From an optimization exercise on the open Yosys and OpenROAD flow, aimed at small area, a short achievable clock period and few clock cycles per item; shortcuts taken in it are not production practice.
Only simulation tests tie the RTL to the original design; equivalence was not proved.
Power is estimated from default activity; no workload was simulated.

## qmx_unit
module qmx_unit (
    input  wire        clk,
    input  wire        rst_n,       
    input  wire        in_valid,
    output wire        in_ready,
    input  wire [31:0] in_data,     
    input  wire        in_act,      
    input  wire [3:0]  in_fmt,      
    input  wire        in_rz,       
    output wire        out_valid,
    input  wire        out_ready,
    output wire [31:0] out_word,    
    output wire        out_we       
);
    function gt9(input [8:0] a, input [8:0] b);
        reg [9:0] x, y, g, p;
        integer i, s;
        begin
            x = {1'b0, b};
            y = ~{1'b0, a};
            g = x & y;
            p = x ^ y;
            g[0] = g[0] | p[0];
            for (s = 1; s < 10; s = s * 2)
                for (i = 9; i >= s; i = i - 1) begin
                    g[i] = g[i] | (p[i] & g[i-s]);
                    p[i] = p[i] & p[i-s];
                end
            gt9 = (x[9] ^ y[9]) ^ g[8];         
        end
  ...
export LEC_CHECK = 0
export ABC_AREA = 1
export CAP_MARGIN = 20
export CORE_MARGIN = 2
export CORE_UTILIZATION = 40
export CTS_BUF_LIST = sky130_fd_sc_hd__clkbuf_8
export CTS_CLUSTER_DIAMETER = 90
export CTS_CLUSTER_SIZE = 18
export SLEW_MARGIN = 20
create_clock -name core_clock -period 18.0 [get_ports {clk}]
standard.sh (not shown) runs the stock make flow with config.mk's settings and CLKGATE_MAP_FILE= SYNTH_SCRIPT=/design/flow/synth_recipe.tcl, a recipe that flattens the netlist after the stock synthesis.
==> flow/flow/run.sh <==
#!/bin/bash
set -euo pipefail
rm -rf scripts_local
cp -r "$FLOW_HOME/scripts" scripts_local
cp flow/abc_area.script scripts_local/abc_area.script
export SCRIPTS_DIR="$PWD/scripts_local"
export BUFFER_PORTS_ARGS="-buffer_cell sky130_fd_sc_hd__buf_2"
export SETUP_SLACK_MARGIN=$(cat flow/setup_margin)
bash standard.sh > standard.log 2>&1
==> flow/flow/abc_area.script <==
strash
dc2
dch -f
amap
strash
dch -f
amap
==> flow/flow/setup_margin <==
13.2
The first run ran to the end with no violations.
Testbench counts at the start, summed over its fixed seeds: cycles 33,040, blocks 1,024.
Change:
CTS_BUF_LIST = not set   (was sky130_fd_sc_hd__clkbuf_8)
CTS_CLUSTER_DIAMETER = 100   (was 90)
CTS_CLUSTER_SIZE = 24   (was 18)
After rerunning: The new run completed without violations; power came out higher by 5.7%; utilization came out higher by 0.65 points; routed wire length hardly moves; setup slack gets better by 0.12 ns.

== v58 ==
Starting RTL as in the previous note.
clock: 18.0 ns
lec_check: 0
abc_area: 1
cap_margin: 20
core_margin: 2
core_utilization: 40
cts_cluster_diameter: 100
cts_cluster_size: 30
slew_margin: 20
==> flow/flow/run.sh <==
#!/bin/bash
set -euo pipefail
export BUFFER_PORTS_ARGS="-buffer_cell sky130_fd_sc_hd__buf_2"
export SETUP_SLACK_MARGIN=$(cat flow/setup_margin)
bash standard.sh > standard.log 2>&1
Scripts as last shown in full above: flow/flow/setup_margin
Testbench counts of v58, summed over its fixed seeds: cycles 33,040, blocks 1,024.
#### Input delta (v21 over v58)
# v58
export LEC_CHECK = 0
export ABC_AREA = 1
export CAP_MARGIN = 20
export CORE_MARGIN = 2
export CORE_UTILIZATION = 40
export CTS_CLUSTER_DIAMETER = 100
export CTS_CLUSTER_SIZE = 30
export SLEW_MARGIN = 20
create_clock -name core_clock -period 18.0 [get_ports {clk}]
# v21
export LEC_CHECK = 0
export ABC_AREA = 1
export CAP_MARGIN = 20
export CORE_MARGIN = 2
export CORE_UTILIZATION = 40
export CTS_BUF_LIST = sky130_fd_sc_hd__clkbuf_8 sky130_fd_sc_hd__clkbuf_16
export CTS_CLUSTER_DIAMETER = 100
export CTS_CLUSTER_SIZE = 24
export SLEW_MARGIN = 20
create_clock -name core_clock -period 18.0 [get_ports {clk}]
-- flow/flow/run.sh --
<<< v58, line 2
set -euo pipefail
export BUFFER_PORTS_ARGS="-buffer_cell sky130_fd_sc_hd__buf_2"
>>> v21, line 2
set -euo pipefail
rm -rf scripts_local
cp -r "$FLOW_HOME/scripts" scripts_local
cp flow/abc_area.script scripts_local/abc_area.script
export SCRIPTS_DIR="$PWD/scripts_local"
export BUFFER_PORTS_ARGS="-buffer_cell sky130_fd_sc_hd__buf_2"
==> flow/flow/abc_area.script (new file) <==
strash
dc2
dch -f
amap
strash
dch -f
amap
- Relative to v58, worst path setup slack after routing has gone up in v21.
- Summary of v21 over v58: clock-cell share of area +1.2 points, synthesized area -about 5%.
- v21 vs v58, instance count: v21 lower
- In v21 relative to v58, chip width had gone down by a few percent.
- Summary — buffering overhead, v21 relative to v58: higher, by 1.3 points.
- Residual antenna-violating net count after detailed routing: v21 vs v58 identical
#### Input delta (v5 over v21)
# v21
export LEC_CHECK = 0
export ABC_AREA = 1
export CAP_MARGIN = 20
export CORE_MARGIN = 2
export CORE_UTILIZATION = 40
export CTS_BUF_LIST = sky130_fd_sc_hd__clkbuf_8 sky130_fd_sc_hd__clkbuf_16
export CTS_CLUSTER_DIAMETER = 100
export CTS_CLUSTER_SIZE = 24
export SLEW_MARGIN = 20
create_clock -name core_clock -period 18.0 [get_ports {clk}]
# v5
export LEC_CHECK = 0
export ABC_AREA = 1
export CAP_MARGIN = 20
export CORE_MARGIN = 2
export CORE_UTILIZATION = 40
export CTS_CLUSTER_DIAMETER = 100
export CTS_CLUSTER_SIZE = 20
export SLEW_MARGIN = 20
create_clock -name core_clock -period 18.0 [get_ports {clk}]
==> flow/flow/run.sh <==
#!/bin/bash
set -euo pipefail
export BUFFER_PORTS_ARGS="-buffer_cell sky130_fd_sc_hd__buf_2"
export SETUP_SLACK_MARGIN=$(cat flow/setup_margin)
bash standard.sh > standard.log 2>&1
removed: flow/flow/abc_area.script
- Row violation count after the first detailed-route iteration: v5 lower / v21 higher
- Mean instance size in the synthesized netlist: v5 < v21
- v5 completed end to end with timing, DRC and antenna clean.
- When the final numbers for v5 and v21 were put side by side, the routability congestion estimate turned out to be smaller in v21.
- Delta (v5 minus v21): hold slack lost 0.014 ns; routed via count picked up an extra about 6%.

qmx_unit again, from the RTL that the note above started with.
// qmx_unit
module qmx_unit (
    input  wire        clk,
    input  wire        rst_n,       
    input  wire        in_valid,
    output wire        in_ready,
    input  wire [31:0] in_data,     
    input  wire        in_act,      
    input  wire [3:0]  in_fmt,      
    input  wire        in_rz,       
    output wire        out_valid,
    input  wire        out_ready,
    output wire [31:0] out_word,    
    output wire        out_we       
);
==> flow/config.mk <==
export PLATFORM = sky130hd
export DESIGN_NAME = qmx_unit
export DESIGN_NICKNAME = qmx_unit
export VERILOG_FILES = /design/flow/design.v
export SDC_FILE = /design/flow/constraint.sdc
export NUM_CORES = 4
export LEC_CHECK = 0
export ABC_AREA = 1
export CAP_MARGIN = 20
export CORE_MARGIN = 2
export CORE_UTILIZATION = 40
export CTS_CLUSTER_DIAMETER = 100
export CTS_CLUSTER_SIZE = 24
export SLEW_MARGIN = 20
==> flow/constraint.sdc <==
create_clock -name core_clock -period 18.0 [get_ports {clk}]
set_input_delay 3.6000 -clock core_clock [delete_from_list [all_inputs] [get_ports {clk}]]
set_output_delay 3.6000 -clock core_clock [all_outputs]
set_load 0.01 [all_outputs]
==> flow/flow/run.sh <==
#!/bin/bash
set -euo pipefail
export BUFFER_PORTS_ARGS="-buffer_cell sky130_fd_sc_hd__buf_2"
export SETUP_SLACK_MARGIN=$(cat flow/setup_margin)
bash standard.sh > standard.log 2>&1
==> flow/flow/setup_margin <==
13.1
The starting point passed the timing, DRC and antenna checks.
Testbench counts at the start, summed over its fixed seeds: cycles 33,040, blocks 1,024.
Next try:
==> flow/flow/run.sh (replaced) <==
#!/bin/bash
set -euo pipefail
rm -rf scripts_local
cp -r "$FLOW_HOME/scripts" scripts_local
cp flow/abc_area.script scripts_local/abc_area.script
export SCRIPTS_DIR="$PWD/scripts_local"
export BUFFER_PORTS_ARGS="-buffer_cell sky130_fd_sc_hd__buf_2"
export SETUP_SLACK_MARGIN=$(cat flow/setup_margin)
bash standard.sh > standard.log 2>&1
==> flow/flow/abc_area.script (new file) <==
strash
dc2
dch -f
amap
strash
dch -f
amap
topo
stime -c
buffer -c
upsize -c
dnsize -c
==> flow/flow/setup_margin (replaced) <==
13.2
=>
- The new run completed without violations
- area after synthesis falls by 3.4%
- cell area fell by 2.1%
- setup slack gets better by 0.028 ns
- global-route usage goes up by 0.24 points
- clock-buffer cell count went up by 3
- flip-flop and latch count stays the same
- clock skew rose by 0.0064 ns
- sequential power barely changes
- sequential share of layout area goes up by 1.4 points
Next try:
==> flow/flow/run.sh (replaced) <==
#!/bin/bash
set -euo pipefail
export BUFFER_PORTS_ARGS="-buffer_cell sky130_fd_sc_hd__buf_2"
export SETUP_SLACK_MARGIN=$(cat flow/setup_margin)
bash standard.sh > standard.log 2>&1
removed: flow/flow/abc_area.script
=> The changed run completed with no timing, DRC or antenna violations. Sequential cell count is unchanged. Wire length came out higher by 0.59%. Total power rises by 1.2%. Core utilization drops by 0.95 points. Final area goes up by about 2.2%. Register-to-register slack gains 0.17 ns. Via count went up by 6.8%. Worst hold slack is about the same. Critical path depth is unchanged. Die area rose by about 3.5%.

rev 12:
Starting RTL as in the previous note.
export LEC_CHECK = 0
export ABC_AREA = 1
export CAP_MARGIN = 20
export CORE_MARGIN = 2
export CORE_UTILIZATION = 40
export CTS_CLUSTER_DIAMETER = 100
export CTS_CLUSTER_SIZE = 24
export SLEW_MARGIN = 20
create_clock -name core_clock -period 18.0 [get_ports {clk}]
==> flow/flow/run.sh <==
#!/bin/bash
set -euo pipefail
export BUFFER_PORTS_ARGS="-buffer_cell sky130_fd_sc_hd__buf_2"
export SETUP_SLACK_MARGIN=$(cat flow/setup_margin)
bash standard.sh > standard.log 2>&1
==> flow/flow/setup_margin <==
13.3
Testbench counts of rev 12, summed over its fixed seeds: cycles 33,040, blocks 1,024.
Input changes introduced in rev 13 (baseline for comparison: rev 12):
# rev 12
export LEC_CHECK = 0
export ABC_AREA = 1
export CAP_MARGIN = 20
export CORE_MARGIN = 2
export CORE_UTILIZATION = 40
export CTS_CLUSTER_DIAMETER = 100
export CTS_CLUSTER_SIZE = 24
export SLEW_MARGIN = 20
create_clock -name core_clock -period 18.0 [get_ports {clk}]
# rev 13
export LEC_CHECK = 0
export ABC_AREA = 1
export CAP_MARGIN = 20
export CORE_MARGIN = 2
export CORE_UTILIZATION = 40
export CTS_CLUSTER_DIAMETER = 70
export CTS_CLUSTER_SIZE = 24
export SLEW_MARGIN = 20
create_clock -name core_clock -period 18.0 [get_ports {clk}]
==> flow/flow/setup_margin <==
13.2
==> comparison <==
Initial antenna violation count for rev 13: 1 up relative to rev 12. Re depth of the worst register-to-register path: rev 12 was higher than rev 13. When rev 13 is measured against rev 12, its proportion of layout cells with a drive suffix above 1 turns out 0.48 points higher.

afterwards: timing with drivers on the ports:
The results above use ideal ports. As a check the final layouts listed here were re-extracted and re-timed, cells and wires unchanged. Step 1 sets driving cells, clkbuf_16 on the clock port and buf_2 on the other inputs (assumed; they add their load-dependent delay and slew). Step 2 adds t to the input delays and takes it off the output delays; t is the mean of the earliest and latest rising clock arrival at the registers after step 1. Input paths then give back, and output paths get back, about the clock's delay inside the block. a / b / c = no drivers / after step 1 / after step 2; a / b = the first two.
run | shift t [ns] | setup slack, ns | worst setup path at the end | clock arrival spread, ns
the first run of note 1 | 0.689 | 13.196 / 13.145 / 12.778 | input to register | 0.060 / 0.060
the second run of note 1 | 0.610 | 13.314 / 13.258 / 12.838 | input to register | 0.029 / 0.030
v58 | 0.660 | 13.250 / 13.194 / 12.825 | input to register | 0.028 / 0.028
v21 | 0.609 | 13.314 / 13.258 / 12.840 | input to register | 0.027 / 0.027
v5 | 0.625 | 13.271 / 13.218 / 12.830 | input to register | 0.034 / 0.035
the first run of note 3 | 0.606 | 13.247 / 13.194 / 12.835 | input to register | 0.022 / 0.022
the second run of note 3 | 0.609 | 13.274 / 13.223 / 12.847 | input to register | 0.024 / 0.023
the third run of note 3 | 0.605 | 13.316 / 13.264 / 12.841 | input to register | 0.026 / 0.026
rev 12 | 0.611 | 13.299 / 13.246 / 12.850 | input to register | 0.032 / 0.033
rev 13 | 0.619 | 13.301 / 13.248 / 12.830 | input to register | 0.031 / 0.031
After both steps every run listed still meets setup and hold. For the second run of note 1, which loses most, drivers alone change the setup slack by -0.056 ns; drivers and shift together by -0.476 ns.
